Background: an optimization exercise with open tools, aiming at small area, a short achievable clock period and few clock cycles per item. Do not read the settings as production practice. No functional check of the RTL was part of any run shown here.

--- flow/design.v ---
module lg_enc (
    input  wire        clk,
    input  wire        rst,           
    input  wire        cmd_valid,
    output wire        cmd_ready,
    input  wire [2:0]  cmd_ec,        
    input  wire        cmd_lossless,  
    input  wire        cmd_trg,
    input  wire        cmd_ev,
    input  wire [4:0]  cmd_pos,
    input  wire        cmd_load,      
    input  wire [11:0] cmd_pred1,
    input  wire [11:0] cmd_pred2,
    input  wire        smp_valid,
    output wire        smp_ready,
    input  wire [11:0] smp_data,
    output reg         out_valid,
    input  wire        out_ready,
    output reg  [31:0] out_data,
    output reg  [5:0]  out_len,
    output reg         out_last
);
    integer i;
    function [2:0] t5;
        input [3:0] x;
        begin
            case (x)
                4'd0: t5 = 3'd0;
                4'd1: t5 = 3'd1;
                4'd2: t5 = 3'd2;
                4'd3: t5 = 3'd3;
                4'd4: t5 = 3'd4;
                4'd5: t5 = 3'd0;
                4'd6: t5 = 3'd1;
                4'd7: t5 = 3'd2;
                4'd8: t5 = 3'd3;
                4'd9: t5 = 3'd4;
                4'd10: t5 = 3'd0;
                4'd11: t5 = 3'd1;
                4'd12: t5 = 3'd2;
                4'd13: t5 = 3'd3;
                4'd14: t5 = 3'd4;
                4'd15: t5 = 3'd0;
            endcase
        end
    endfunction
    function [3:0] t9;
        input [5:0] x;
        begin
            case (x)
                6'd0: t9 = 4'd0;
                6'd1: t9 = 4'd1;
                6'd2: t9 = 4'd2;
                6'd3: t9 = 4'd3;
                6'd4: t9 = 4'd4;
                6'd5: t9 = 4'd5;
                6'd6: t9 = 4'd6;
                6'd7: t9 = 4'd7;
                6'd8: t9 = 4'd8;
                6'd9: t9 = 4'd0;
                6'd10: t9 = 4'd1;
                6'd11: t9 = 4'd2;
                6'd12: t9 = 4'd3;
                6'd13: t9 = 4'd4;
                6'd14: t9 = 4'd5;
                6'd15: t9 = 4'd6;
                6'd16: t9 = 4'd7;
                6'd17: t9 = 4'd8;
                6'd18: t9 = 4'd0;
                6'd19: t9 = 4'd1;
                6'd20: t9 = 4'd2;
                6'd21: t9 = 4'd3;
                6'd22: t9 = 4'd4;
                6'd23: t9 = 4'd5;
                6'd24: t9 = 4'd6;
                6'd25: t9 = 4'd7;
                6'd26: t9 = 4'd8;
                6'd27: t9 = 4'd0;
                6'd28: t9 = 4'd1;
                6'd29: t9 = 4'd2;
                6'd30: t9 = 4'd3;
                6'd31: t9 = 4'd4;
                6'd32: t9 = 4'd5;
                6'd33: t9 = 4'd6;
                6'd34: t9 = 4'd7;
                6'd35: t9 = 4'd8;
                6'd36: t9 = 4'd0;
                6'd37: t9 = 4'd1;
                6'd38: t9 = 4'd2;
                6'd39: t9 = 4'd3;
                6'd40: t9 = 4'd4;
                6'd41: t9 = 4'd5;
                6'd42: t9 = 4'd6;
                6'd43: t9 = 4'd7;
                6'd44: t9 = 4'd8;
                6'd45: t9 = 4'd0;
                6'd46: t9 = 4'd1;
                6'd47: t9 = 4'd2;
                6'd48: t9 = 4'd3;
                6'd49: t9 = 4'd4;
                6'd50: t9 = 4'd5;
                6'd51: t9 = 4'd6;
                6'd52: t9 = 4'd7;
                6'd53: t9 = 4'd8;
                6'd54: t9 = 4'd0;
                6'd55: t9 = 4'd1;
                6'd56: t9 = 4'd2;
                6'd57: t9 = 4'd3;
                6'd58: t9 = 4'd4;
                6'd59: t9 = 4'd5;
                6'd60: t9 = 4'd6;
                6'd61: t9 = 4'd7;
                6'd62: t9 = 4'd8;
                6'd63: t9 = 4'd0;
            endcase
        end
    endfunction
    function [4:0] t17;
        input [7:0] x;
        begin
            case (x)
                8'd0: t17 = 5'd0;
                8'd1: t17 = 5'd1;
                8'd2: t17 = 5'd2;
                8'd3: t17 = 5'd3;
                8'd4: t17 = 5'd4;
                8'd5: t17 = 5'd5;
                8'd6: t17 = 5'd6;
                8'd7: t17 = 5'd7;
                8'd8: t17 = 5'd8;
                8'd9: t17 = 5'd9;
                8'd10: t17 = 5'd10;
                8'd11: t17 = 5'd11;
                8'd12: t17 = 5'd12;
                8'd13: t17 = 5'd13;
                8'd14: t17 = 5'd14;
                8'd15: t17 = 5'd15;
                8'd16: t17 = 5'd16;
                8'd17: t17 = 5'd0;
                8'd18: t17 = 5'd1;
                8'd19: t17 = 5'd2;
                8'd20: t17 = 5'd3;
                8'd21: t17 = 5'd4;
                8'd22: t17 = 5'd5;
                8'd23: t17 = 5'd6;
                8'd24: t17 = 5'd7;
                8'd25: t17 = 5'd8;
                8'd26: t17 = 5'd9;
                8'd27: t17 = 5'd10;
                8'd28: t17 = 5'd11;
                8'd29: t17 = 5'd12;
                8'd30: t17 = 5'd13;
                8'd31: t17 = 5'd14;
                8'd32: t17 = 5'd15;
                8'd33: t17 = 5'd16;
                8'd34: t17 = 5'd0;
                8'd35: t17 = 5'd1;
                8'd36: t17 = 5'd2;
                8'd37: t17 = 5'd3;
                8'd38: t17 = 5'd4;
                8'd39: t17 = 5'd5;
                8'd40: t17 = 5'd6;
                8'd41: t17 = 5'd7;
                8'd42: t17 = 5'd8;
                8'd43: t17 = 5'd9;
                8'd44: t17 = 5'd10;
                8'd45: t17 = 5'd11;
                8'd46: t17 = 5'd12;
                8'd47: t17 = 5'd13;
                8'd48: t17 = 5'd14;
                8'd49: t17 = 5'd15;
                8'd50: t17 = 5'd16;
                8'd51: t17 = 5'd0;
                8'd52: t17 = 5'd1;
                8'd53: t17 = 5'd2;
                8'd54: t17 = 5'd3;
                8'd55: t17 = 5'd4;
                8'd56: t17 = 5'd5;
                8'd57: t17 = 5'd6;
                8'd58: t17 = 5'd7;
                8'd59: t17 = 5'd8;
                8'd60: t17 = 5'd9;
                8'd61: t17 = 5'd10;
                8'd62: t17 = 5'd11;
                8'd63: t17 = 5'd12;
                8'd64: t17 = 5'd13;
                8'd65: t17 = 5'd14;
                8'd66: t17 = 5'd15;
                8'd67: t17 = 5'd16;
                8'd68: t17 = 5'd0;
                8'd69: t17 = 5'd1;
                8'd70: t17 = 5'd2;
                8'd71: t17 = 5'd3;
                8'd72: t17 = 5'd4;
                8'd73: t17 = 5'd5;
                8'd74: t17 = 5'd6;
                8'd75: t17 = 5'd7;
                8'd76: t17 = 5'd8;
                8'd77: t17 = 5'd9;
                8'd78: t17 = 5'd10;
                8'd79: t17 = 5'd11;
                8'd80: t17 = 5'd12;
                8'd81: t17 = 5'd13;
                8'd82: t17 = 5'd14;
                8'd83: t17 = 5'd15;
                8'd84: t17 = 5'd16;
                8'd85: t17 = 5'd0;
                8'd86: t17 = 5'd1;
                8'd87: t17 = 5'd2;
                8'd88: t17 = 5'd3;
                8'd89: t17 = 5'd4;
                8'd90: t17 = 5'd5;
                8'd91: t17 = 5'd6;
                8'd92: t17 = 5'd7;
                8'd93: t17 = 5'd8;
                8'd94: t17 = 5'd9;
                8'd95: t17 = 5'd10;
                8'd96: t17 = 5'd11;
                8'd97: t17 = 5'd12;
                8'd98: t17 = 5'd13;
                8'd99: t17 = 5'd14;
                8'd100: t17 = 5'd15;
                8'd101: t17 = 5'd16;
                8'd102: t17 = 5'd0;
                8'd103: t17 = 5'd1;
                8'd104: t17 = 5'd2;
                8'd105: t17 = 5'd3;
                8'd106: t17 = 5'd4;
                8'd107: t17 = 5'd5;
                8'd108: t17 = 5'd6;
                8'd109: t17 = 5'd7;
                8'd110: t17 = 5'd8;
                8'd111: t17 = 5'd9;
                8'd112: t17 = 5'd10;
                8'd113: t17 = 5'd11;
                8'd114: t17 = 5'd12;
                8'd115: t17 = 5'd13;
                8'd116: t17 = 5'd14;
                8'd117: t17 = 5'd15;
                8'd118: t17 = 5'd16;
                8'd119: t17 = 5'd0;
                8'd120: t17 = 5'd1;
                8'd121: t17 = 5'd2;
                8'd122: t17 = 5'd3;
                8'd123: t17 = 5'd4;
                8'd124: t17 = 5'd5;
                8'd125: t17 = 5'd6;
                8'd126: t17 = 5'd7;
                8'd127: t17 = 5'd8;
                8'd128: t17 = 5'd9;
                8'd129: t17 = 5'd10;
                8'd130: t17 = 5'd11;
                8'd131: t17 = 5'd12;
                8'd132: t17 = 5'd13;
                8'd133: t17 = 5'd14;
                8'd134: t17 = 5'd15;
                8'd135: t17 = 5'd16;
                8'd136: t17 = 5'd0;
                8'd137: t17 = 5'd1;
                8'd138: t17 = 5'd2;
                8'd139: t17 = 5'd3;
                8'd140: t17 = 5'd4;
                8'd141: t17 = 5'd5;
                8'd142: t17 = 5'd6;
                8'd143: t17 = 5'd7;
                8'd144: t17 = 5'd8;
                8'd145: t17 = 5'd9;
                8'd146: t17 = 5'd10;
                8'd147: t17 = 5'd11;
                8'd148: t17 = 5'd12;
                8'd149: t17 = 5'd13;
                8'd150: t17 = 5'd14;
                8'd151: t17 = 5'd15;
                8'd152: t17 = 5'd16;
                8'd153: t17 = 5'd0;
                8'd154: t17 = 5'd1;
                8'd155: t17 = 5'd2;
                8'd156: t17 = 5'd3;
                8'd157: t17 = 5'd4;
                8'd158: t17 = 5'd5;
                8'd159: t17 = 5'd6;
                8'd160: t17 = 5'd7;
                8'd161: t17 = 5'd8;
                8'd162: t17 = 5'd9;
                8'd163: t17 = 5'd10;
                8'd164: t17 = 5'd11;
                8'd165: t17 = 5'd12;
                8'd166: t17 = 5'd13;
                8'd167: t17 = 5'd14;
                8'd168: t17 = 5'd15;
                8'd169: t17 = 5'd16;
                8'd170: t17 = 5'd0;
                8'd171: t17 = 5'd1;
                8'd172: t17 = 5'd2;
                8'd173: t17 = 5'd3;
                8'd174: t17 = 5'd4;
                8'd175: t17 = 5'd5;
                8'd176: t17 = 5'd6;
                8'd177: t17 = 5'd7;
                8'd178: t17 = 5'd8;
                8'd179: t17 = 5'd9;
                8'd180: t17 = 5'd10;
                8'd181: t17 = 5'd11;
                8'd182: t17 = 5'd12;
                8'd183: t17 = 5'd13;
                8'd184: t17 = 5'd14;
                8'd185: t17 = 5'd15;
                8'd186: t17 = 5'd16;
                8'd187: t17 = 5'd0;
                8'd188: t17 = 5'd1;
                8'd189: t17 = 5'd2;
                8'd190: t17 = 5'd3;
                8'd191: t17 = 5'd4;
                8'd192: t17 = 5'd5;
                8'd193: t17 = 5'd6;
                8'd194: t17 = 5'd7;
                8'd195: t17 = 5'd8;
                8'd196: t17 = 5'd9;
                8'd197: t17 = 5'd10;
                8'd198: t17 = 5'd11;
                8'd199: t17 = 5'd12;
                8'd200: t17 = 5'd13;
                8'd201: t17 = 5'd14;
                8'd202: t17 = 5'd15;
                8'd203: t17 = 5'd16;
                8'd204: t17 = 5'd0;
                8'd205: t17 = 5'd1;
                8'd206: t17 = 5'd2;
                8'd207: t17 = 5'd3;
                8'd208: t17 = 5'd4;
                8'd209: t17 = 5'd5;
                8'd210: t17 = 5'd6;
                8'd211: t17 = 5'd7;
                8'd212: t17 = 5'd8;
                8'd213: t17 = 5'd9;
                8'd214: t17 = 5'd10;
                8'd215: t17 = 5'd11;
                8'd216: t17 = 5'd12;
                8'd217: t17 = 5'd13;
                8'd218: t17 = 5'd14;
                8'd219: t17 = 5'd15;
                8'd220: t17 = 5'd16;
                8'd221: t17 = 5'd0;
                8'd222: t17 = 5'd1;
                8'd223: t17 = 5'd2;
                8'd224: t17 = 5'd3;
                8'd225: t17 = 5'd4;
                8'd226: t17 = 5'd5;
                8'd227: t17 = 5'd6;
                8'd228: t17 = 5'd7;
                8'd229: t17 = 5'd8;
                8'd230: t17 = 5'd9;
                8'd231: t17 = 5'd10;
                8'd232: t17 = 5'd11;
                8'd233: t17 = 5'd12;
                8'd234: t17 = 5'd13;
                8'd235: t17 = 5'd14;
                8'd236: t17 = 5'd15;
                8'd237: t17 = 5'd16;
                8'd238: t17 = 5'd0;
                8'd239: t17 = 5'd1;
                8'd240: t17 = 5'd2;
                8'd241: t17 = 5'd3;
                8'd242: t17 = 5'd4;
                8'd243: t17 = 5'd5;
                8'd244: t17 = 5'd6;
                8'd245: t17 = 5'd7;
                8'd246: t17 = 5'd8;
                8'd247: t17 = 5'd9;
                8'd248: t17 = 5'd10;
                8'd249: t17 = 5'd11;
                8'd250: t17 = 5'd12;
                8'd251: t17 = 5'd13;
                8'd252: t17 = 5'd14;
                8'd253: t17 = 5'd15;
                8'd254: t17 = 5'd16;
                8'd255: t17 = 5'd0;
            endcase
        end
    endfunction
    function [4:0] addm;
        input [4:0] y, z;
        input [4:0] m;
        reg   [5:0] t;
        begin
            t = {1'b0, y} + {1'b0, z};
            addm = (t >= {1'b0, m}) ? (t[4:0] - m) : t[4:0];
        end
    endfunction
    function [1:0] add3;
        input [1:0] x, y;
        reg   [2:0] t;
        begin
            t = x + y;
            add3 = (t >= 3'd6) ? 2'd0 : ((t >= 3'd3) ? t[1:0] - 2'd3 : t[1:0]);
        end
    endfunction
    function [4:0] mod12;
        input [11:0] t;
        input [2:0]  a;
        reg   [1:0]  m3;
        reg   [4:0]  m5, m9, m17;
        begin
            m3  = add3(add3(add3(t[1:0], t[3:2]), add3(t[5:4], t[7:6])), add3(t[9:8], t[11:10]));
            m5  = addm(addm({2'd0, t5(t[3:0])}, {2'd0, t5(t[7:4])}, 5'd5), {2'd0, t5(t[11:8])}, 5'd5);
            m9  = addm({1'b0, t9(t[5:0])}, {1'b0, t9(t[11:6])}, 5'd9);
            m17 = addm(t17(t[7:0]), {1'b0, t[11:8]}, 5'd17);
            case (a)
                3'd1:    mod12 = {3'd0, m3};
                3'd2:    mod12 = m5;
                3'd3:    mod12 = m9;
                3'd4:    mod12 = m17;
                default: mod12 = 5'd0;
            endcase
        end
    endfunction
    function [4:0] subm;
        input [4:0] y, z, s;
        reg   [5:0] d;
        begin
            d = {1'b0, y} - {1'b0, z};
            subm = d[5] ? (d[4:0] + s) : d[4:0];
        end
    endfunction
    function [4:0] dblsub;
        input [4:0] y, z, s;
        reg   [6:0] d;
        begin
            d = {1'b0, y, 1'b0} - {2'b0, z};
            dblsub = d[6] ? (d[4:0] + s) : ((d[5:0] >= {1'b0, s}) ? (d[4:0] - s) : d[4:0]);
        end
    endfunction
    function [4:0] centre;
        input [4:0] w, s;
        input [3:0] e;
        begin
            centre = (w <= {1'b0, e}) ? w : (w - s);
        end
    endfunction
    reg         c_v;
    reg  [2:0]  c_a;        
    reg  [9:0]  c_hdr;      
    reg         c_load;
    reg  [11:0] c_p1, c_p2;
    reg         cr_o;       
    assign cmd_ready = cr_o;
    reg  [4:0]  j_in;       
    reg  [2:0]  ai;         
    reg         rdy;        
    reg         rdy_n;      
    reg  [1:0]  fcnt;       
    reg  [11:0] f0_x, f1_x;
    reg  [2:0]  f0_a, f1_a;
    reg         f0_first, f1_first;
    reg         s1_v;
    reg  [1:0]  s1_ph;      
    reg  [11:0] s1_x;
    reg  [4:0]  s1_rx;      
    reg  [9:0]  h_l;        
    reg  [9:0]  h_o;        
    reg         s2_v;
    reg  [12:0] s2_q;       
    reg  [2:0]  s2_a;
    reg         s3_v;
    reg  [12:0] s3_y;       
    reg  [2:0]  s3_a;
    reg         s4_v;
    reg  [12:0] s4_u;
    reg  [4:0]  j_w;        
    reg         a_valid;    
    reg  [4:0]  rd_f;       
    wire adv4  = !a_valid || (j_w < rd_f);
    wire wr    = s4_v && adv4;
    wire go3   = !s4_v || adv4;
    wire adv3  = s3_v && go3;
    wire go2   = !s3_v || go3;
    wire adv2  = s2_v && go2;
    wire go1   = !s2_v || go2;
    wire prep1 = s1_v && s1_ph[1];
    wire prep2 = s1_v && s1_ph[0];
    wire adv1  = s1_v && (s1_ph == 2'd0) && go1;
    wire free1 = !s1_v || adv1;
    wire pop   = (fcnt != 2'd0) && free1;
    assign smp_ready = !rdy_n;
    wire push  = smp_valid && rdy;
    reg  [11:0] x1, x2;
    reg  [2:0]  el;         
    reg  [3:0]  e_l;        
    wire [4:0]  s_l   = {e_l, 1'b1};                  
    wire [4:0]  c4095 = {1'b0, {4{e_l[3]}}};          
    reg  [4:0]  rho1;
    reg  [4:0]  rhop;
    wire [11:0] x1e = c_load ? c_p1 : x1;
    wire [11:0] x2e = c_load ? c_p2 : x2;
    wire [13:0] pp;
    ks_add #(14) u_pp (.a({1'b0, x1, 1'b0}), .b(~{2'b0, x2}), .ci(1'b1), .s(pp), .co());
    wire        p_neg = pp[13];
    wire        p_big = !pp[13] && pp[12];
    wire [11:0] mod_in = prep1 ? x1e : (prep2 ? pp[11:0] : f0_x);
    wire [2:0]  mod_a  = prep1 ? c_a : (prep2 ? el : f0_a);
    wire [4:0]  mod_o  = mod12(mod_in, mod_a);
    wire [4:0]  sg_0 = centre(subm(5'd0,  s1_rx, s_l), s_l, e_l);
    wire [4:0]  sg_c = centre(subm(c4095, s1_rx, s_l), s_l, e_l);
    wire [4:0]  sg_p = centre(subm(rhop,  s1_rx, s_l), s_l, e_l);
    wire [4:0]  sg   = p_neg ? sg_0 : (p_big ? sg_c : sg_p);
    wire [7:0]  xh    = s1_x[11:4];
    wire [7:0]  xh_p  = xh + 8'd1;
    wire [7:0]  xh_m  = xh - 8'd1;
    wire        xh_0  = (xh == 8'd0);
    wire        xh_f  = (xh == 8'hFF);
    wire [5:0]  lo_0  = {2'b0, s1_x[3:0]} + {sg_0[4], sg_0};
    wire [5:0]  lo_c  = {2'b0, s1_x[3:0]} + {sg_c[4], sg_c};
    wire [5:0]  lo_p  = {2'b0, s1_x[3:0]} + {sg_p[4], sg_p};
    wire        n_0 = lo_0[5] && xh_0;
    wire        n_c = lo_c[5] && xh_0;
    wire        n_p = lo_p[5] && xh_0;
    wire        b_0 = !lo_0[5] && lo_0[4] && xh_f;
    wire        b_c = !lo_c[5] && lo_c[4] && xh_f;
    wire        b_p = !lo_p[5] && lo_p[4] && xh_f;
    wire [5:0]  lo     = p_neg ? lo_0 : (p_big ? lo_c : lo_p);
    wire        xu_neg = p_neg ? n_0 : (p_big ? n_c : n_p);
    wire        xu_big = p_neg ? b_0 : (p_big ? b_c : b_p);
    wire [7:0]  xu_h   = lo[5] ? xh_m : (lo[4] ? xh_p : xh);
    wire [11:0] xr     = xu_neg ? 12'd0 : (xu_big ? 12'd4095 : {xu_h, lo[3:0]});
    wire [4:0]  rn_0 = dblsub(5'd0,  rho1, s_l);
    wire [4:0]  rn_c = dblsub(c4095, rho1, s_l);
    wire [4:0]  rn_p = dblsub(rhop,  rho1, s_l);
    wire        r1_0 = xu_neg || (!xu_big && p_neg);
    wire        r1_c = !xu_neg && (xu_big || (!p_neg && p_big));
    wire [4:0]  rho1_n = r1_0 ? 5'd0 : (r1_c ? c4095 : rhop);
    wire [4:0]  rhop_n = r1_0 ? rn_0 : (r1_c ? rn_c : rn_p);
    wire [12:0] xmp  = p_neg ? {1'b0, s1_x} : (p_big ? ({1'b0, s1_x} - 13'd4095) : ({1'b0, s1_x} - {1'b0, pp[11:0]}));
    wire [12:0] v    = xmp + {{8{sg[4]}}, sg};
    wire [12:0] y0 = s2_q - (s2_q << s2_a);
    wire [12:0] y1 = y0 + (y0 << {s2_a, 1'b0});
    wire [12:0] y2 = s3_y + ((s3_a == 3'd4) ? 13'd0 : (s3_y << {s3_a, 2'b0}));
    wire [12:0] y3 = y2 + ((s3_a == 3'd1) ? (y2 << 8) : 13'd0);
    wire [12:0] q  = (s3_a == 3'd0) ? s3_y : y3;
    wire [12:0] u  = {q[11:0], 1'b0} ^ {13{q[12]}};
    reg  [12:0] mem [0:31];
    reg  [5:0]  rc  [0:12];     
    function [5:0] rc_add;
        input [5:0] base;
        input [5:0] b;
        input       ci;
        input       ovf;
        reg   [6:0] c;
        reg   [5:0] sm;
        integer k;
        begin
            c[0] = ci;
            for (k = 0; k < 6; k = k + 1) begin
                sm[k]  = base[k] ^ b[k] ^ c[k];
                c[k+1] = (base[k] & b[k]) | (base[k] & c[k]) | (b[k] & c[k]);
            end
            rc_add = (ovf || c[6]) ? 6'd63 : sm;
        end
    endfunction
    wire [18:0] ux = {6'd0, s4_u};
    reg  [5:0]  rc_n [0:12];
    always @* begin
        for (i = 0; i < 12; i = i + 1)
            rc_n[i] = rc_add((j_w == 5'd0) ? 6'd0 : rc[i], ux[i+1 +: 6], s4_u[i], (ux >> (i + 7)) != 19'd0);
        rc_n[12] = ((j_w == 5'd0) ? 6'd0 : rc[12]) + {5'd0, s4_u[12]};
    end
    reg  [3:0]  k_c;
    reg  [5:0]  sl [0:11];
    always @* begin
        k_c = 4'd12;
        for (i = 11; i >= 0; i = i - 1)
            if (!rc[i][5] || rc[i][4:0] == 5'd0)
                k_c = i[3:0];
        for (i = 0; i < 12; i = i + 1)
            sl[i] = (!rc[i][5] || rc[i][4:0] == 5'd0) ? rc[i] : 6'd0;
    end
    wire [8:0] lsum = {3'd0, rc[12]} + sl[0] + sl[1] + sl[2] + sl[3] + sl[4] + sl[5]
                    + sl[6] + sl[7] + sl[8] + sl[9] + sl[10] + sl[11];
    wire [3:0] nk   = 4'd12 - k_c;
    wire       raw_c = lsum > {nk, 5'd0};
    reg         k_valid;
    reg  [3:0]  k_r;
    reg         raw_r;
    wire [3:0]  k_u   = k_valid ? k_r : k_c;
    wire        raw_u = k_valid ? raw_r : raw_c;
    reg         hdr_pend;    
    reg         cur_v;
    reg  [12:0] cur_ones;    
    reg         cur_fits;    
    reg  [5:0]  cur_len;     
    reg  [12:0] cur_dat;     
    reg         cur_raw;
    reg         cur_last;
    reg  [3:0]  cur_k;
    wire [12:0] uf      = mem[rd_f];
    wire [24:0] rot     = {12'd0, uf} << (4'd12 - k_u);
    wire [12:0] ones_f  = rot[24:12];
    wire [13:0] tail_f  = {1'b0, ones_f} + {10'd0, k_u} + 14'd1;
    wire [12:0] raw13   = uf[0] ? ~{1'b0, uf[12:1]} : {1'b0, uf[12:1]};
    wire [15:0] header  = {raw_u ? 4'd14 : k_u, h_o[9:7], h_o[6], h_o[5], 2'b00, h_o[4:0]};
    reg         sk_v;
    reg  [31:0] sk_data;
    reg  [5:0]  sk_len;
    reg         sk_last;
    wire can_emit = !out_valid || out_ready;
    wire go       = !sk_v;
    wire b_v      = cur_v || (hdr_pend && a_valid);
    wire send_hdr = go && !cur_v && hdr_pend && a_valid;
    wire consume  = go && cur_v && cur_fits;
    wire f_go     = a_valid && (cur_v ? (cur_fits && !hdr_pend) : 1'b1);
    wire f_st     = a_valid && !cur_v && !hdr_pend;
    wire fetch    = go ? f_go : f_st;
    wire signed [33:0] yv = {2'b10, cur_dat[12:1], 20'd0};
    wire [33:0] ysh     = yv >>> cur_ones[4:0];
    wire [5:0]  lng_len = (cur_ones >= 13'd32) ? 6'd32 : cur_ones[5:0];
    wire [12:0] ones_l  = cur_ones - {7'd0, lng_len};
    wire [13:0] tail_l  = {1'b0, ones_l} + {10'd0, cur_k} + 14'd1;
    reg  [31:0] b_data;
    reg  [5:0]  b_len;
    always @* begin
        if (!cur_v) begin
            b_data = {header, 16'd0};
            b_len  = 6'd16;
        end else if (cur_fits) begin
            b_data = cur_raw ? {cur_dat, 19'd0} : ysh[32:1];
            b_len  = cur_len;
        end else begin
            b_data = 32'hFFFF_FFFF;
            b_len  = lng_len;
        end
    end
    always @(posedge clk) begin
        if (wr)
            mem[j_w] <= s4_u;
        if (wr)
            for (i = 0; i < 13; i = i + 1)
                rc[i] <= rc_n[i];
        if (!c_v) begin
            c_a    <= (cmd_lossless || cmd_ec > 3'd4) ? 3'd0 : cmd_ec;
            c_hdr  <= {cmd_lossless ? 3'd0 : cmd_ec, cmd_trg, cmd_ev,
                       (cmd_trg | cmd_ev) ? cmd_pos : 5'd0};
            c_load <= cmd_load;
            c_p1   <= cmd_pred1;
            c_p2   <= cmd_pred2;
        end
        if (j_in == 5'd0)
            ai <= c_a;
        if (fcnt == 2'd0 || (fcnt == 2'd1 && pop)) begin
            f0_x     <= smp_data;
            f0_a     <= (j_in == 5'd0) ? c_a : ai;
            f0_first <= (j_in == 5'd0);
        end else if (pop) begin
            f0_x     <= f1_x;
            f0_a     <= f1_a;
            f0_first <= f1_first;
        end
        if (rdy) begin
            f1_x     <= smp_data;
            f1_a     <= (j_in == 5'd0) ? c_a : ai;
            f1_first <= (j_in == 5'd0);
        end
        if (pop) begin
            s1_x  <= f0_x;
            s1_rx <= mod_o;
        end
        if (prep1)
            h_l <= c_hdr;
        if (j_in == 5'd31)
            h_o <= h_l;
        if (adv1) begin
            s2_q <= v;
            s2_a <= el;
        end
        if (adv2) begin
            s3_y <= (s2_a == 3'd0) ? s2_q : y1;
            s3_a <= s2_a;
        end
        if (adv3)
            s4_u <= u;
        if (k_valid == 1'b0) begin
            k_r   <= k_c;
            raw_r <= raw_c;
        end
        if (can_emit) begin
            out_data <= sk_v ? sk_data : b_data;
            out_len  <= sk_v ? sk_len  : b_len;
            out_last <= sk_v ? sk_last : (cur_v && cur_fits && cur_last);
        end
        if (!sk_v) begin
            sk_data <= b_data;
            sk_len  <= b_len;
            sk_last <= cur_v && cur_fits && cur_last;
        end
        if (fetch) begin
            cur_ones <= ones_f;
            cur_fits <= raw_u || (tail_f <= 14'd32);
            cur_len  <= raw_u ? 6'd13 : tail_f[5:0];
            cur_dat  <= raw_u ? raw13 : {rot[11:0], 1'b0};
            cur_raw  <= raw_u;
            cur_last <= (rd_f == 5'd31);
            cur_k    <= k_u;
        end else if (go && cur_v && !cur_fits) begin
            cur_ones <= ones_l;
            cur_fits <= tail_l <= 14'd32;
            cur_len  <= tail_l[5:0];
        end
        if (rst) begin
            c_v       <= 1'b0;
            j_in      <= 5'd0;
            rdy       <= 1'b0;
            fcnt      <= 2'd0;
            s1_v      <= 1'b0;
            s1_ph     <= 2'd0;
            s2_v      <= 1'b0;
            s3_v      <= 1'b0;
            s4_v      <= 1'b0;
            j_w       <= 5'd0;
            x1        <= 12'd2048;
            x2        <= 12'd2048;
            el        <= 3'd0;
            e_l       <= 4'd0;
            rho1      <= 5'd0;
            rhop      <= 5'd0;
            a_valid   <= 1'b0;
            rd_f      <= 5'd0;
            k_valid   <= 1'b0;
            hdr_pend  <= 1'b0;
            cur_v     <= 1'b0;
            out_valid <= 1'b0;
            sk_v      <= 1'b0;
            cr_o      <= 1'b1;
            rdy_n     <= 1'b1;
        end else begin
            if (!c_v)
                c_v <= cmd_valid;
            else if (prep1)
                c_v <= 1'b0;
            j_in <= j_in + {4'd0, push};
            fcnt <= fcnt + {1'b0, push} - {1'b0, pop};
            rdy  <= (fcnt + {1'b0, rdy} - {1'b0, pop} < 2'd2) &&
                    ((c_v && !prep1) || (j_in != 5'd0 && j_in != 5'd31));
            rdy_n <= !((fcnt + {1'b0, rdy} - {1'b0, pop} < 2'd2) &&
                       ((c_v && !prep1) || (j_in != 5'd0 && j_in != 5'd31)));
            if (pop) begin
                s1_v  <= 1'b1;
                s1_ph <= {f0_first, 1'b0};
            end else if (adv1) begin
                s1_v  <= 1'b0;
            end
            if (prep1) begin
                s1_ph <= 2'd1;
                el    <= c_a;
                e_l   <= (c_a == 3'd0) ? 4'd0 : (4'd1 << (c_a - 3'd1));
                x1    <= x1e;
                x2    <= x2e;
                rho1  <= mod_o;
            end
            if (prep2) begin
                s1_ph <= 2'd0;
                rhop  <= mod_o;
            end
            if (adv1) begin
                x2   <= x1;
                x1   <= xr;
                rho1 <= rho1_n;
                rhop <= rhop_n;
            end
            if (adv1)
                s2_v <= 1'b1;
            else if (adv2)
                s2_v <= 1'b0;
            if (adv2)
                s3_v <= 1'b1;
            else if (adv3)
                s3_v <= 1'b0;
            if (adv3)
                s4_v <= 1'b1;
            else if (wr)
                s4_v <= 1'b0;
            if (wr) begin
                j_w <= j_w + 5'd1;
                if (j_w == 5'd31) begin
                    a_valid  <= 1'b1;
                    rd_f     <= 5'd0;
                    k_valid  <= 1'b0;
                    hdr_pend <= 1'b1;
                end
            end
            if (a_valid)
                k_valid <= 1'b1;
            if (send_hdr)
                hdr_pend <= 1'b0;
            if (fetch) begin
                rd_f <= rd_f + 5'd1;
                if (rd_f == 5'd31)
                    a_valid <= 1'b0;
            end
            if (fetch)
                cur_v <= 1'b1;
            else if (consume)
                cur_v <= 1'b0;
            if (can_emit)
                out_valid <= sk_v || b_v;
            if (sk_v)
                sk_v <= !can_emit;
            else
                sk_v <= b_v && !can_emit;
            cr_o <= c_v ? prep1 : !cmd_valid;
        end
    end
endmodule
module ks_add #(parameter W = 8) (
    input  wire [W-1:0] a,
    input  wire [W-1:0] b,
    input  wire         ci,
    output wire [W-1:0] s,
    output wire         co
);
    reg [W-1:0] g, p, gn, pn, c;
    integer i, d;
    always @* begin
        g = a & b;
        p = a ^ b;
        g[0] = g[0] | (p[0] & ci);
        for (d = 1; d < W; d = d * 2) begin
            gn = g;
            pn = p;
            for (i = d; i < W; i = i + 1) begin
                gn[i] = g[i] | (p[i] & g[i-d]);
                pn[i] = p[i] & p[i-d];
            end
            g = gn;
            p = pn;
        end
        c = {g[W-2:0], ci};
    end
    assign s  = a ^ b ^ c;
    assign co = g[W-1];
endmodule
--- flow/run.sh ---
#!/bin/bash
# synth_recipe.tcl (not shown) runs the flow's synth.tcl, then flattens the netlist and writes it again
# the make line also repeats each setting of config.mk as NAME=value (left out here)
make -C /OpenROAD-flow-scripts/flow DESIGN_CONFIG=/design/flow/config.mk WORK_HOME=/design/flow/orfs CLKGATE_MAP_FILE= SYNTH_SCRIPT=/design/flow/synth_recipe.tcl finish
--- flow/config.mk ---
export PLATFORM = sky130hd
export DESIGN_NAME = lg_enc
export DESIGN_NICKNAME = lg_enc
export VERILOG_FILES = /design/flow/design.v
export SDC_FILE = /design/flow/constraint.sdc
export NUM_CORES = 4
export LEC_CHECK = 0
export CAP_MARGIN = 20
export CORE_MARGIN = 2
export CORE_UTILIZATION = 40
export SLEW_MARGIN = 20
--- flow/constraint.sdc ---
create_clock -name core_clock -period 35.0 [get_ports {clk}]
set_input_delay 7.0000 -clock core_clock [delete_from_list [all_inputs] [get_ports {clk}]]
set_output_delay 7.0000 -clock core_clock [all_outputs]
set_load 0.01 [all_outputs]
==> summary.md, run 1 <==
| Metric | Value |
|---|---|
| Status | `finished clean` |
| Unrepaired setup endpoints after global routing | `no` |
| Reg2Reg Launch Point | `s1_v` |
| Pins Over Slew Limit | `0` |
| Final net count | `5251` |
| Post-synth cell types | `118` |
| Reg2Reg Setup Slack | `26.96 ns` |
| Syn Area/Cell | `11.1 um^2` |
| Final setup viols | `0` |
| Sink Count | `850` |
| Initial DRC count | `3163` |
| Worst-Margin Slew | `1.13 ns` |
| Clock buffer depth | `3` |
| WP data arrival | `1.65 ns` |
| CTS tree | `done` |
| Number of global-route vias before repair | `35500` |
| CP Launch Point | `out_valid` |
| Tmin final | `8.65 ns` |
| Synth warnings | `5` |
| HP Class | `reg2reg` |
| First-pass GRT wire length | `207000 um` |
| Max Cap Violations | `0` |
| Site row count | `132` |
| Resized cells post-CTS | `0` |
| WS Path Type | `reg2out` |
| Routed WL | `133000 um` |
| Worst Skew | `0.0398 ns` |
| CP max FO | `2` |
| Ratio of cells with drive above 1 in the final layout | `9.99%` |
| CP max stage cell | `clkdlybuf4s50_1` |
| CP Capture Type | `output port` |
| PortBufs | `94` |
| Die X-Extent | `366 um` |
| Ports | `95` |
| Hold Startpoint | `h_l[5]` |
| Commonest non-fill, non-tap cells in the layout | `edfxtp_1 (724), nor2_1 (370), nand2_1 (340), ha_1 (281), a21oi_1 (267)` |
| Worst-Skew Late Latency | `0.71 ns` |
| Placed Cells | `6415` |
| Detail Route Antenna Nets | `0` |
| Routed via count | `36500` |
| Max stage delay on crit path | `0.56 ns` |
| Most common cell after layout, fill and taps aside | `edfxtp_1` |
| Initial antenna violation count | `0` |
| EDFF count, synth | `724` |
| TNS Setup | `0 ns` |
| Number of non-filler instances in the completed layout | `6589` |
| Placeable core area | `0.130 mm^2` |
| Drt drc | `0` |
| DR pass1 iterations | `6` |
| Via-per-instance ratio | `5.54` |
| Highest clock rate | `0.116 GHz` |
| Die height | `366 um` |
| Max-Slew Margin vs Limit | `24.7%` |
| CTS clock-pin slew for the worst setup and hold paths | `0.06 ns` |
| Area Growth Syn to Fin | `11.7%` |
| Area of the die | `0.134 mm^2` |
| Main synth FF type | `edfxtp_1` |
| Setup bufs post-CTS | `0` |
| Starting density of the core | `40.4%` |
| Syn nets | `5189` |
| Wire per inst | `20.2 um` |
| Grt ovf | `0` |
| Dpl hpwl | `94300 um` |
| Final core occ | `45.1%` |
| Cell area after synthesis | `0.0524 mm^2` |
| GPL Wtd Cong | `0.866` |
| Total GRT Usage | `19.5%` |
| Yosys reg bits | `850` |
| Syn Inst Count | `4706` |
| Pin count of the biggest net entering global routing | `112` |
| Sequential-to-total area share from yosys stat | `46.3%` |
| Post-synth ARST share | `0%` |
| WP buf/inv | `1` |
| Crit path cell chain | `clkdlybuf4s50_1` |
| Cell family with most CP delay | `buffers and inverters` |
| # hold bufs at CTS | `0` |
| Fin. Hold Viols | `0` |
| TritonCTS Buffers | `92` |
| Tcrit/Tclk final | `24.7%` |
| WP data required | `28.00 ns` |
| Root buffer cell | `clkbuf_16` |
| H-tree levels | `3` |
| Worst setup SP type | `flip-flop` |
-- cells in the mapped netlist, types with 16 or more instances --
master	count	share of area (%)
a211oi_1	54	0.77
a21boi_0	19	0.27
a21o_1	65	0.93
a21oi_1	269	2.6
a221oi_1	19	0.32
a22o_1	31	0.52
a22oi_1	45	0.64
a31oi_1	33	0.39
and2_1	82	0.98
and3_1	23	0.27
buf_1	30	0.21
buf_2	23	0.22
buf_4	16	0.23
clkbuf_1	148	1.1
dfxtp_1	126	4.8
edfxtp_1	724	41
fa_1	149	5.7
ha_1	281	6.7
inv_1	262	1.9
mux2_2	52	1.1
mux2i_1	200	3.8
mux4_2	70	3.0
nand2_1	341	2.4
nand2b_1	114	1.4
nand3_1	72	0.69
nor2_1	374	2.7
nor2b_1	79	0.94
nor3_1	72	0.69
nor3b_1	24	0.34
o211ai_1	41	0.59
o21a_1	26	0.37
o21ai_0	218	2.1
o21ai_1	22	0.21
o21bai_1	19	0.27
o22ai_1	41	0.49
o31ai_1	24	0.34
or2_2	48	0.57
or3_1	22	0.26
or4_1	18	0.26
xnor2_1	135	2.3
xor2_1	63	1.1
-- per-stage QoR --
| step | worst slack (ns) | instance area, um^2 | hold WS, ns |
|---|---|---|---|
| final | 26.35 | 58500 | 0.411 |
| after global routing | 26.25 | 58500 | 0.425 |
| after CTS | 26.24 | 58500 | 0.420 |
| after detailed placement | 26.28 | 55400 | 0.405 |
| after global placement | 26.30 | 55400 | 0.404 |
| after floorplan | 26.58 | 52400 | 0.400 |
-- registers in the layout, summed over array words and instances (netlist names), 12 cells and up, named ones only --
signal,count
s3_y,13
out_data,32
sk_data,32
x2,12
s1_x,12
rc,78
cur_ones,13
f0_x,12
c_p2,12
f1_x,12
mem,416
c_p1,12
x1,12
s2_q,13
s4_u,13
cur_dat,13
-- final cells by class --
class | instances | area, um^2
diodes | 1 | 2.50
clock buffers | 114 | 2440
clock inverters | 58 | 684
fillers | 12000 | 71300
inverters | 270 | 1010
multi-input cells | 3367 | 26300
flip-flops and latches | 850 | 24300
well taps | 1742 | 2180
repair buffers | 187 | 1650
-- final timing paths --
| check | depth (start not counted) | end |
|---|---|---|
| worst min register to register | 0 | h_o[5] |
| worst min-delay path | 0 | h_o[5] |
| worst max register to register | 25 | rho1[1] |
| worst max-delay path | 1 | out_valid |
-- layer usage --
| metal | track usage (%) | up-vias | share of wire, % |
|---|---|---|---|
| li1 | - | 17400 | - |
| met1 | 26.4 | 17900 | 44 |
| met2 | 32.3 | 963 | 48 |
| met3 | 2.38 | 218 | 4.7 |
| met4 | 6.90 | 0 | 3.3 |
| met5 | 0 | - | 0 |
-- kinds of logic after synthesis --
family,count (synthesis),synth area share (%)
simple gates,1338,12.5
compound gates,1067,13.5
flops,850,46.3
buf+inv,489,3.71
fa+ha+maj,430,12.4
mux,330,8.14
xor+xnor,201,3.42
other cells,1,0.00716
==> run 2: changes to the inputs <==
==> flow/flow/run.sh (new file) <==
#!/bin/bash
# The standard layout, with the port buffers made of sky130_fd_sc_hd__buf_4
# instead of the default pick (a delay buffer). make's full output goes to
# flow_make.log; ORFS keeps each step's log under orfs/logs.
set -euo pipefail
export BUFFER_PORTS_ARGS="-buffer_cell sky130_fd_sc_hd__buf_4"
bash standard.sh > flow_make.log 2>&1
==> flow/standard.sh (new file) <==
#!/bin/bash
# synth_recipe.tcl (not shown) runs the flow's synth.tcl, then flattens the netlist and writes it again
# the make line also repeats each setting of config.mk as NAME=value (left out here)
make -C /OpenROAD-flow-scripts/flow DESIGN_CONFIG=/design/flow/config.mk WORK_HOME=/design/flow/orfs CLKGATE_MAP_FILE= SYNTH_SCRIPT=/design/flow/synth_recipe.tcl "${@:-finish}"
removed: flow/run.sh
==> summary.md, run 2 <==
| Metric | Value |
|---|---|
| CTS clock-pin slew for the worst setup and hold paths | `0.06 ns (about the same)` |
| Setup bufs post-CTS | `0 (unchanged)` |
| WP data required | `28.00 ns (about the same)` |
| CP Capture Type | `output port` |
| Pre-CTS WS | `26.29 ns (+0.0171 ns)` |
| Clock buffer depth | `3 (unchanged)` |
| Initial antenna violation count | `2 (+2)` |
| Final setup viols | `0 (unchanged)` |
| Starting density of the core | `40.4% (unchanged)` |
| CP Launch Point | `out_valid` |
| Sequential-to-total area share from yosys stat | `46.3% (unchanged)` |
| Placed Cells | `6410 (-0.078%)` |
| Max stage delay on crit path | `0.45 ns (-0.11 ns)` |
| DR pass1 iterations | `5 (-1)` |
| Pins Over Slew Limit | `0 (unchanged)` |
| Die height | `366 um (unchanged)` |
| Worst-Skew Late Latency | `0.70 ns (about the same)` |
| Sink Count | `850 (unchanged)` |
| Ports | `95 (unchanged)` |
| Hold EP | `h_o[5]` |
| Area Growth Syn to Fin | `11.5%` |
| CP max FO | `2 (unchanged)` |
| PortBufs | `94 (unchanged)` |
| Drt drc | `0 (unchanged)` |
| Highest clock rate | `0.120 GHz (+4.0%)` |
| # hold bufs at CTS | `0 (unchanged)` |
| Area of the die | `0.134 mm^2 (unchanged)` |
| Tmin final | `8.32 ns (-0.334 ns)` |
| WP buf/inv | `1 (unchanged)` |
| Max Cap Violations | `0 (unchanged)` |
| Worst-Margin Slew | `1.14 ns (+0.0147 ns)` |
| Site row count | `132 (unchanged)` |
| Syn Area/Cell | `11.1 um^2 (unchanged)` |
| Yosys reg bits | `850 (unchanged)` |
| Worst Skew | `0.0466 ns (+0.00680 ns)` |
| Hold path cells | `0 (unchanged)` |
| Via-per-instance ratio | `5.54 (about the same)` |
| Ratio of cells with drive above 1 in the final layout | `11.9% (+1.9 points)` |
| Largest register by flop count | `mem` |
| Syn Inst Count | `4706 (unchanged)` |
| Commonest non-fill, non-tap cells in the layout | `edfxtp_1 (724), nor2_1 (368), nand2_1 (340), ha_1 (281), a21oi_1 (267)` |
| Cell family with most CP delay | `flip-flops` |
| Syn nets | `5189 (unchanged)` |
| Post-route setup slack | `26.68 ns (+0.334 ns)` |
| Count leader, synth | `edfxtp_1` |
| CP max stage cell | `dfxtp_1` |
| Routed via count | `36500 (-0.077%)` |
| Hold Startpoint | `h_l[5]` |
| Main synth FF type | `edfxtp_1` |
| Max-Slew Margin vs Limit | `23.6% (-1.1 points)` |
| Number of global-route vias before repair | `35100 (-1.1%)` |
| Fin. Hold Viols | `0 (unchanged)` |
| Hold_ws | `0.418 ns (+0.00696 ns)` |
| Status | `finished clean` |
| Dpl hpwl | `94900 um (+0.54%)` |
| Most common cell after layout, fill and taps aside | `edfxtp_1` |
| EDFF count, synth | `724 (unchanged)` |
| First-pass GRT wire length | `208000 um (+0.68%)` |
| Reg2Reg Setup Slack | `26.96 ns (about the same)` |
| Post-synth cell types | `118 (unchanged)` |
| Initial DRC count | `3163 (unchanged)` |
| WP data arrival | `1.32 ns (-0.33 ns)` |
| Tcrit/Tclk final | `23.8% (-0.95 points)` |
| HP Class | `reg2reg` |
| Cell count of the worst reg-to-reg path | `30 (+20%)` |
| Synth warnings | `5 (unchanged)` |
| Crit path cell chain | `buf_4` |
| TritonCTS Buffers | `92 (unchanged)` |
| Synth area leader | `edfxtp_1` |
| H-tree levels | `3 (unchanged)` |
| GPL Wtd Cong | `0.889 (+2.6%)` |
| Filler Cell Count | `12100 (+0.091%)` |
| Number of non-filler instances in the completed layout | `6584 (-0.076%)` |
| Wire per inst | `20.3 um (+0.54%)` |
| Post-synth top cells | `edfxtp_1 (724), nor2_1 (374), nand2_1 (341)` |
| WS Path Type | `reg2out` |
| CTS tree | `done` |
| Detail Route Antenna Nets | `0 (unchanged)` |
| Max reg flops | `416 (unchanged)` |
| Reg-to-reg endpoint | `rhop[0]` |
| Unrepaired setup endpoints after global routing | `no` |
| Resized cells post-CTS | `0 (unchanged)` |
| Synth top area share | `41.5% (unchanged)` |
| Worst setup SP type | `flip-flop` |
| Biggest regs | `mem x416, rc x78` |
| Grt ovf | `0 (unchanged)` |
| Synth area leaders | `edfxtp_1 (41%), ha_1 (6.7%), fa_1 (5.7%), dfxtp_1 (4.8%), mux2i_1 (3.8%)` |
| Final core occ | `45.0% (-0.077 points)` |
| Post-synth ARST share | `0% (unchanged)` |
| Final net count | `5246 (-0.095%)` |
| Pin count of the biggest net entering global routing | `100 (-11%)` |
| Cell area after synthesis | `0.0524 mm^2 (unchanged)` |
| Die X-Extent | `366 um (unchanged)` |
| Total GRT Usage | `19.7% (+0.18 points)` |
| Placeable core area | `0.130 mm^2 (unchanged)` |
| Reg2Reg Launch Point | `s1_v` |
| Root buffer cell | `clkbuf_16` |
| TNS Setup | `0 ns (unchanged)` |
| Routed WL | `134000 um (+0.47%)` |
==> run 2: layer usage <==
| layer | wire (um) | GRT usage (%) | vias up | share of wire (%) |
|---|---|---|---|---|
| met5 | 0 | 0 | - | 0 |
| met4 | 4300 | 6.36 | 0 | 3.2 |
| met3 | 6600 | 2.33 | 211 | 4.9 |
| met2 | 62900 | 32.0 | 1050 | 47 |
| met1 | 60100 | 27.5 | 17800 | 45 |
| li1 | - | - | 17400 | - |
==> run 2: worst max-delay path by stage <==
stage	end	cells past startpoint	slack [ns]
floorplan	out_data[0]	1	26.58
global placement	x1[5]	6	26.31
detailed placement	x1[5]	6	26.29
CTS	out_valid	1	26.66
global route	rhop[0]	29	26.35
finish	out_valid	1	26.68
==> run 2: cells by family after synthesis <==
logic type                 count (synthesis)  synth area share [%]
muxes                                    330                  8.14
adders and majority gates                430                  12.4
xor gates and xnor gates                 201                  3.42
AOI/OAI and AO/OA                       1067                  13.5
and+or+nand+nor                         1338                  12.5
other                                      1               0.00716
DFF                                      850                  46.3
buffers and inverters                    489                  3.71
==> run 2: cell type report <==
cell class | count | area, um^2 | area share [%]
inverter | 270 | 1010 | 1.74
tap | 1742 | 2180 | 3.73
sequential | 850 | 24300 | 41.5
multi-input combinational | 3367 | 26300 | 45.0
antenna | 1 | 2.50 | 0.00428
clock buffer | 104 | 2380 | 4.07
timing repair buffer | 182 | 1380 | 2.36
clock inverter | 68 | 915 | 1.57
==> run 2: metrics by stage <==
step	instance area [um^2]
final	58400
after global routing	58400
after global placement	55100
after detailed placement	55100
after floorplan	52400
after CTS	58400
==> run 3: changes to the inputs <==
--- a/flow/design.v
+++ b/flow/design.v
@@ -469,8 +469,15 @@
     reg  [4:0]  j_w;        
     reg         a_valid;    
     reg  [4:0]  rd_f;       
-    wire adv4  = !a_valid || (j_w < rd_f);
+    reg  [12:0] sr [0:31];
+    reg  [12:0] hreg;
+    reg         h_v;
+    reg         hj;
+    wire head_code = a_valid && !hj && !(h_v && rd_f == 5'd31);
+    wire adv4  = (hj || !head_code || !h_v) && !(j_w == 5'd31 && a_valid);
     wire wr    = s4_v && adv4;
+    wire dr    = !s4_v && (j_w == 5'd0) && a_valid && (hj || (head_code && !h_v));
+    wire sh    = wr || dr;
     wire go3   = !s4_v || adv4;
     wire adv3  = s3_v && go3;
     wire go2   = !s3_v || go3;
@@ -591,7 +598,7 @@
     reg         cur_raw;
     reg         cur_last;
     reg  [3:0]  cur_k;
-    wire [12:0] uf      = mem[rd_f];
+    wire [12:0] uf      = h_v ? hreg : sr[31];
     wire [24:0] rot     = {12'd0, uf} << (4'd12 - k_u);
     wire [12:0] ones_f  = rot[24:12];
     wire [13:0] tail_f  = {1'b0, ones_f} + {10'd0, k_u} + 14'd1;
@@ -606,8 +613,8 @@
     wire b_v      = cur_v || (hdr_pend && a_valid);
     wire send_hdr = go && !cur_v && hdr_pend && a_valid;
     wire consume  = go && cur_v && cur_fits;
-    wire f_go     = a_valid && (cur_v ? (cur_fits && !hdr_pend) : 1'b1);
-    wire f_st     = a_valid && !cur_v && !hdr_pend;
+    wire f_go     = (h_v || head_code) && (cur_v ? (cur_fits && !hdr_pend) : 1'b1);
+    wire f_st     = (h_v || head_code) && !cur_v && !hdr_pend;
     wire fetch    = go ? f_go : f_st;
     wire signed [33:0] yv = {2'b10, cur_dat[12:1], 20'd0};
     wire [33:0] ysh     = yv >>> cur_ones[4:0];
@@ -629,8 +636,13 @@
         end
     end
     always @(posedge clk) begin
-        if (wr)
-            mem[j_w] <= s4_u;
+        if (sh) begin
+            sr[0] <= s4_u;
+            for (i = 1; i < 32; i = i + 1)
+                sr[i] <= sr[i-1];
+        end
+        if (!h_v && head_code && sh && !fetch)
+            hreg <= sr[31];
         if (wr)
             for (i = 0; i < 13; i = i + 1)
                 rc[i] <= rc_n[i];
@@ -722,6 +734,8 @@
             rhop      <= 5'd0;
             a_valid   <= 1'b0;
             rd_f      <= 5'd0;
+            h_v       <= 1'b0;
+            hj        <= 1'b0;
             k_valid   <= 1'b0;
             hdr_pend  <= 1'b0;
             cur_v     <= 1'b0;
@@ -789,6 +803,18 @@
                 k_valid <= 1'b1;
             if (send_hdr)
                 hdr_pend <= 1'b0;
+            if (h_v) begin
+                if (fetch)
+                    h_v <= 1'b0;
+            end else if (head_code && sh && !fetch) begin
+                h_v <= 1'b1;
+            end
+            if (sh)
+                hj <= 1'b0;
+            else if (!h_v && head_code && fetch)
+                hj <= 1'b1;
+            if (wr && j_w == 5'd31)
+                hj <= 1'b0;
             if (fetch) begin
                 rd_f <= rd_f + 5'd1;
                 if (rd_f == 5'd31)
==> summary.md, run 3 <==
| Metric | Value |
|---|---|
| Status | `finished clean` |
| Dpl hpwl | `80400 um (-15%)` |
| Fin. Hold Viols | `0 (unchanged)` |
| Area of the die | `0.126 mm^2 (-5.9%)` |
| CP max stage cell | `edfxtp_1` |
| EDFF count, synth | `737 (+1.8%)` |
| Synth top area share | `44.9% (+3.4 points)` |
| Total GRT Usage | `17.8% (-1.9 points)` |
| Setup bufs post-CTS | `0 (unchanged)` |
| TNS Setup | `0 ns (unchanged)` |
| Synth warnings | `6 (+1)` |
| Hold_ws | `0.389 ns (-0.0284 ns)` |
| CTS clock-pin slew for the worst setup and hold paths | `0.06 ns (about the same)` |
| Ports | `95 (unchanged)` |
| CP Capture Type | `output port` |
| Main synth FF type | `edfxtp_1` |
| Most common cell after layout, fill and taps aside | `edfxtp_1` |
| Resized cells post-CTS | `0 (unchanged)` |
| Die height | `355 um (-3.0%)` |
| Synth area leader | `edfxtp_1` |
| Detail Route Antenna Nets | `0 (unchanged)` |
| Final instance area | `0.0550 mm^2 (-5.9%)` |
| Pins Over Slew Limit | `0 (unchanged)` |
| Root buffer cell | `clkbuf_16` |
| Initial DRC count | `2528 (-20%)` |
| WP buf/inv | `1 (unchanged)` |
| H-tree levels | `3 (unchanged)` |
| # hold bufs at CTS | `0 (unchanged)` |
| Tmin final | `8.22 ns (-0.102 ns)` |
| Ratio of cells with drive above 1 in the final layout | `9.71% (-2.2 points)` |
| Max stage delay on crit path | `0.38 ns (-0.07 ns)` |
| Worst-Margin Slew | `1.15 ns (+0.00610 ns)` |
| Worst-Skew Late Latency | `0.69 ns (about the same)` |
| Gr busiest metal | `met2` |
| Syn nets | `4898 (-5.6%)` |
| Cell area after synthesis | `0.0493 mm^2 (-5.9%)` |
| M2 GR Usage | `28.6% (-3.4 points)` |
| Tcrit/Tclk final | `23.5% (-0.29 points)` |
| Die X-Extent | `355 um (-3.0%)` |
| Post-synth top cells | `edfxtp_1 (737), nor2_1 (353), nand2_1 (332)` |
| GPL Wtd Cong | `0.872 (-1.9%)` |
| First-pass GRT wire length | `179000 um (-14%)` |
| Syn Inst Count | `4415 (-6.2%)` |
| Clock buffer depth | `3 (unchanged)` |
| Worst setup SP type | `flip-flop` |
| Worst Skew | `0.0524 ns (+0.00579 ns)` |
| Post-synth cell types | `95 (-19%)` |
| Area Growth Syn to Fin | `11.6% (about the same)` |
| Drt drc | `0 (unchanged)` |
| Starting density of the core | `40.4% (about the same)` |
| Final net count | `4952 (-5.6%)` |
| WP data required | `28.00 ns (about the same)` |
| Max-Slew Margin vs Limit | `22.5% (-1.1 points)` |
| Routed via count | `33200 (-8.9%)` |
| HP Class | `reg2reg` |
| Placeable core area | `0.122 mm^2 (-6.0%)` |
| Max Cap Violations | `0 (unchanged)` |
| Grt met3 use | `2.36% (+0.031 points)` |
| Synth area leaders | `edfxtp_1 (45%), ha_1 (7.1%), fa_1 (6.1%), dfxtp_1 (5.0%), a21oi_1 (2.8%)` |
| Sequential-to-total area share from yosys stat | `49.9% (+3.6 points)` |
| Largest register by flop count | `sr` |
| Cell family with most CP delay | `flip-flops` |
| Grt ovf | `0 (unchanged)` |
| PortBufs | `94 (unchanged)` |
| Placed Area | `0.0518 mm^2 (-6.0%)` |
| Biggest regs | `sr x416, rc x78` |
| Unrepaired setup endpoints after global routing | `no` |
| TritonCTS Buffers | `87 (-5.4%)` |
| Number of global-route vias before repair | `32000 (-8.9%)` |
| Yosys reg bits | `860 (+1.2%)` |
| WP data arrival | `1.22 ns (-0.10 ns)` |
| Final setup viols | `0 (unchanged)` |
| Syn Area/Cell | `11.2 um^2 (+0.27%)` |
| Crit path cell chain | `buf_4` |
| Highest clock rate | `0.122 GHz (+1.2%)` |
| Routed WL | `113000 um (-16%)` |
| Commonest non-fill, non-tap cells in the layout | `edfxtp_1 (737), nor2_1 (352), nand2_1 (332), ha_1 (281), a21oi_1 (275)` |
| Met1 global-route usage | `25.0% (-2.4 points)` |
| Wire per inst | `18.3 um (-10%)` |
| Via-per-instance ratio | `5.38 (-2.8%)` |
| Sink Count | `860 (+1.2%)` |
| Site row count | `128 (-3.0%)` |
| Pin count of the biggest net entering global routing | `177 (+77%)` |
| CTS tree | `done` |
| CP max FO | `1 (-1)` |
| WS Path Type | `reg2out` |
| Count leader, synth | `edfxtp_1` |
| # diodes | `0 (-1)` |
| DR pass1 iterations | `7 (+2)` |
| Post-synth ARST share | `0% (unchanged)` |
| Initial antenna violation count | `1 (-1)` |
| Max reg flops | `416 (unchanged)` |
[run 3: cell types whose count changed after synthesis, sizes merged, moves of 13 or more]
| cell | previous run | this run |
|---|---|---|
| edfxtp | 724 | 737 |
| a22o | 31 | 9 |
| a22oi | 46 | 13 |
| mux4 | 70 | 6 |
| a31oi | 33 | 47 |
| mux2i | 200 | 119 |
| buf | 71 | 26 |
| nor2 | 375 | 354 |
[run 3: cell families (layout without fill, tap and decap cells)]
family,count (synthesis),in the layout,synth area share [%]
adders and majority gates,430,430,13.2
AOI/OAI and AO/OA,1023,1023,13.3
other,1,1,0.00761
DFF,860,860,49.9
xor gates and xnor gates,210,210,3.76
muxes,186,186,4.08
buffers and inverters,450,577,3.45
and+or+nand+nor,1255,1255,12.3
[run 3: path summary, 6_finish.rpt]
path                    start     endpoint  slack, ns  cells after the start
setup / recovery  out_data[6]  out_data[6]      26.78                      1
hold / removal      sr[0][12]    sr[1][12]       0.39                      0
setup reg to reg       e_l[3]     s2_q[12]      27.07                     34
hold reg to reg     sr[0][12]    sr[1][12]       0.39                      0
[run 3: layout make-up]
class                           count  area (um^2)
Clock buffer                      110         2370
Clock inverter                     52          772
Fill cell                       11300        67100
Inverter                          266         1000
Multi-Input combinational cell   3105        23100
Sequential cell                   860        24600
Tap cell                         1625         2030
Timing Repair Buffer              149         1130
[run 3: worst register-to-register path: cells and delay by family, from the launching register on]
kind / cells / cell delay (ns)
adders and majority gates: 6 / 2.25
and+or+nand+nor: 5 / 0.71
muxes: 1 / 0.13
buffers and inverters: 6 / 1.13
AOI/OAI and AO/OA: 14 / 2.60
xor gates and xnor gates: 2 / 0.53
DFF: 1 / 0.30
[run 3: layer usage]
| metal | up-vias | wire (um) |
|---|---|---|
| li1 | 16200 | - |
| met1 | 16100 | 52800 |
| met2 | 762 | 51700 |
| met3 | 176 | 5040 |
| met4 | 0 | 3200 |
| met5 | - | 0 |
[run 3: stage by stage]
stage	worst slack, ns	utilization [%]	cells
after floorplan	18.32	-	4415
after global placement	26.42	42.5	6005
after detailed placement	26.44	42.5	6005
after CTS	26.71	45.0	6167
after global routing	26.24	45.1	6167
final	26.78	45.1	6167
==> run 4: changes to the inputs <==
==> flow/run.sh (new file) <==
#!/bin/bash
# synth_recipe.tcl (not shown) runs the flow's synth.tcl, then flattens the netlist and writes it again
# the make line also repeats each setting of config.mk as NAME=value (left out here)
make -C /OpenROAD-flow-scripts/flow DESIGN_CONFIG=/design/flow/config.mk WORK_HOME=/design/flow/orfs CLKGATE_MAP_FILE= SYNTH_SCRIPT=/design/flow/synth_recipe.tcl finish
removed: flow/flow/run.sh
removed: flow/standard.sh
==> summary.md, run 4 <==
| Metric | Value |
|---|---|
| Status | `finished clean` |
| Drt drc | `0 (unchanged)` |
| HP Class | `reg2reg` |
| Setup bufs post-CTS | `0 (unchanged)` |
| CP max stage cell | `clkdlybuf4s50_1` |
| DR pass1 iterations | `5 (-2)` |
| Pins Over Slew Limit | `0 (unchanged)` |
| Biggest regs | `sr x416, rc x78` |
| EDFF count, synth | `737 (unchanged)` |
| First-pass GRT wire length | `179000 um (about the same)` |
| PortBufs | `94 (unchanged)` |
| Post-synthesis mux area share | `4.08% (unchanged)` |
| Largest family of logic cells by synthesized area | `compound AO/OA/AOI/OAI gates` |
| Syn Area/Cell | `11.2 um^2 (unchanged)` |
| Initial antenna violation count | `1 (unchanged)` |
| WP data required | `28.00 ns (about the same)` |
| Die X-Extent | `355 um (unchanged)` |
| Max reg flops | `416 (unchanged)` |
| H-tree levels | `3 (unchanged)` |
| Final setup viols | `0 (unchanged)` |
| WS Path Type | `reg2out` |
| TritonCTS Buffers | `89 (+2.3%)` |
| CTS tree | `done` |
| Highest clock rate | `0.117 GHz (-4.2%)` |
| Worst setup SP type | `flip-flop` |
| Sink Count | `860 (unchanged)` |
| Syn nets | `4898 (unchanged)` |
| # hold bufs at CTS | `0 (unchanged)` |
| Pin count of the biggest net entering global routing | `187 (+5.6%)` |
| Filler Cell Count | `11300 (-0.13%)` |
| Final net count | `4957 (+0.10%)` |
| Dpl hpwl | `80300 um (about the same)` |
| Detail Route Antenna Nets | `0 (unchanged)` |
| Commonest non-fill, non-tap cells in the layout | `edfxtp_1 (737), nor2_1 (353), nand2_1 (332), ha_1 (281), a21oi_1 (275)` |
| Cell area after synthesis | `0.0493 mm^2 (unchanged)` |
| Unrepaired setup endpoints after global routing | `no` |
| WP buf/inv | `1 (unchanged)` |
| Worst-Skew Late Latency | `0.70 ns (about the same)` |
| Synth area leaders | `edfxtp_1 (45%), ha_1 (7.1%), fa_1 (6.1%), dfxtp_1 (5.0%), a21oi_1 (2.8%)` |
| Post-synthesis xor/xnor area fraction | `3.76% (unchanged)` |
| Max Cap Violations | `0 (unchanged)` |
| Ratio of cells with drive above 1 in the final layout | `7.52% (-2.2 points)` |
| Post-synth cell types | `95 (unchanged)` |
| Most common cell after layout, fill and taps aside | `edfxtp_1` |
| Max stage delay on crit path | `0.54 ns (+0.16 ns)` |
| # diodes | `0 (unchanged)` |
| Count leader, synth | `edfxtp_1` |
| Area Growth Syn to Fin | `11.7% (about the same)` |
| Grt ovf | `0 (unchanged)` |
| Tcrit/Tclk final | `24.5% (+1.0 points)` |
| Yosys reg bits | `860 (unchanged)` |
| Starting density of the core | `40.4% (unchanged)` |
| Post-synthesis simple-gate area fraction | `12.3% (unchanged)` |
| Tmin final | `8.58 ns (+0.361 ns)` |
| Initial DRC count | `2709 (+7.2%)` |
| WP data arrival | `1.58 ns (+0.36 ns)` |
| Max-Slew Margin vs Limit | `22.2% (-0.28 points)` |
| GPL Wtd Cong | `0.886 (+1.6%)` |
| Synth area leader | `edfxtp_1` |
| Placeable core area | `0.122 mm^2 (unchanged)` |
| Reg2Reg Setup Slack | `27.01 ns (-0.06 ns)` |
| Main synth FF type | `edfxtp_1` |
| Post-route setup slack | `26.42 ns (-0.361 ns)` |
| Resized cells post-CTS | `0 (unchanged)` |
| Worst Skew | `0.0680 ns (+0.0156 ns)` |
| Sequential-to-total area share from yosys stat | `49.9% (unchanged)` |
| CP max FO | `2 (+1)` |
| Crit path cell chain | `clkdlybuf4s50_1` |
| TNS Setup | `0 ns (unchanged)` |
| Clock buffer depth | `3 (unchanged)` |
| Pre-CTS WS | `26.36 ns (-0.0810 ns)` |
| CTS clock-pin slew for the worst setup and hold paths | `0.06 ns (about the same)` |
| Total GRT Usage | `17.7% (-0.038 points)` |
| Synth Area in Compound Gates | `13.3% (unchanged)` |
| Site row count | `128 (unchanged)` |
| Via-per-instance ratio | `5.36 (-0.38%)` |
| Adder-Cell Fraction of Synth Area | `13.2% (unchanged)` |
| Post-synth top cells | `edfxtp_1 (737), nor2_1 (353), nand2_1 (332)` |
| Syn Inst Count | `4415 (unchanged)` |
| Die height | `355 um (unchanged)` |
| Wire per inst | `18.3 um (about the same)` |
| CP Capture Type | `output port` |
| Synth top area share | `44.9% (unchanged)` |
| Area of the die | `0.126 mm^2 (unchanged)` |
| Post-synth ARST share | `0% (unchanged)` |
| Routed via count | `33100 (-0.33%)` |
| Synth warnings | `6 (unchanged)` |
| Root buffer cell | `clkbuf_16` |
| Routed WL | `113000 um (about the same)` |
| Cell family with most CP delay | `buffers and inverters` |
| Ports | `95 (unchanged)` |
| Number of global-route vias before repair | `31900 (-0.24%)` |
| Fin. Hold Viols | `0 (unchanged)` |
| Largest register by flop count | `sr` |
| Worst-Margin Slew | `1.16 ns (+0.0139 ns)` |
[run 4: cell counts after synthesis]
No cell type changed its count.
[run 4: layout make-up]
cell class | instances | area [um^2] | share of cell area (%)
Clock inverter | 56 | 601 | 1.09
Timing Repair Buffer | 152 | 1390 | 2.52
Sequential cell | 860 | 24600 | 44.7
Clock buffer | 106 | 2340 | 4.26
Inverter | 266 | 1000 | 1.82
Tap cell | 1625 | 2030 | 3.69
Multi-Input combinational cell | 3105 | 23100 | 41.9
[run 4: metrics by stage]
step / std cells / util [%] / hold slack [ns] / cell area [um^2]
2_1_floorplan: 4415 / - / 0.400 / 49300
3_3_place_gp: 6008 / 42.7 / 0.401 / 52100
3_5_place_dp: 6008 / 42.7 / 0.405 / 52100
4_1_cts: 6170 / 45.1 / 0.376 / 55000
5_1_grt: 6170 / 45.1 / 0.383 / 55000
6_report: 6170 / 45.1 / 0.383 / 55000
[run 4: final timing paths]
check                  from        end  cells after the start
setup / recovery  out_valid  out_valid                      1
hold / removal    sr[3][11]  sr[4][11]                      0
setup reg to reg       s1_v    rhop[4]                     27
hold reg to reg   sr[3][11]  sr[4][11]                      0
[run 4: logic make-up (layout without fill, tap and decap cells)]
| kind of cell | after synthesis | after routing |
|---|---|---|
| buffers and inverters | 450 | 580 |
| DFF | 860 | 860 |
| and+or+nand+nor | 1255 | 1255 |
| xor gates and xnor gates | 210 | 210 |
| other | 1 | 1 |
| adders and majority gates | 430 | 430 |
| muxes | 186 | 186 |
| AOI/OAI and AO/OA | 1023 | 1023 |
[run 4: per-layer routing]
metal | wire length, um | global-route usage, % | share of wire [%]
met4 | 3230 | 5.18 | 2.9
met3 | 5000 | 2.58 | 4.4
met2 | 51000 | 28.4 | 45
met1 | 53600 | 25.1 | 48
met5 | 0 | 0 | 0

-- afterwards: timing with drivers on the ports --
How much do the figures lean on ideal ports? The routed layouts below were timed once more, with nothing changed but the port constraints. Step 1 (the two cells are an assumption about what drives the block):
set clk [get_ports {clk}]
set_driving_cell -lib_cell sky130_fd_sc_hd__clkbuf_16 $clk
set_driving_cell -lib_cell sky130_fd_sc_hd__buf_2 [delete_from_list [all_inputs] $clk]
Step 2 times the ports against the registers' clock, not the clock port: input delays grow and output delays shrink by t, the midpoint of the rising clock arrivals with the driver on. a / b / c = ideal ports / drivers / drivers and shift; a / b = the first two.
run	shift t [ns]	setup WS [ns]	cell pins on the clock port's net
run 1	0.764	26.348 / 26.276 / 26.284	1
run 2	0.750	26.681 / 26.615 / 26.272	1
run 3	0.731	26.783 / 26.713 / 26.397	1
run 4	0.731	26.422 / 26.353 / 26.283	1
After both steps setup and hold are still met in every run listed. For run 2, which loses most, drivers alone change the setup slack by -0.066 ns; drivers and shift together by -0.409 ns.
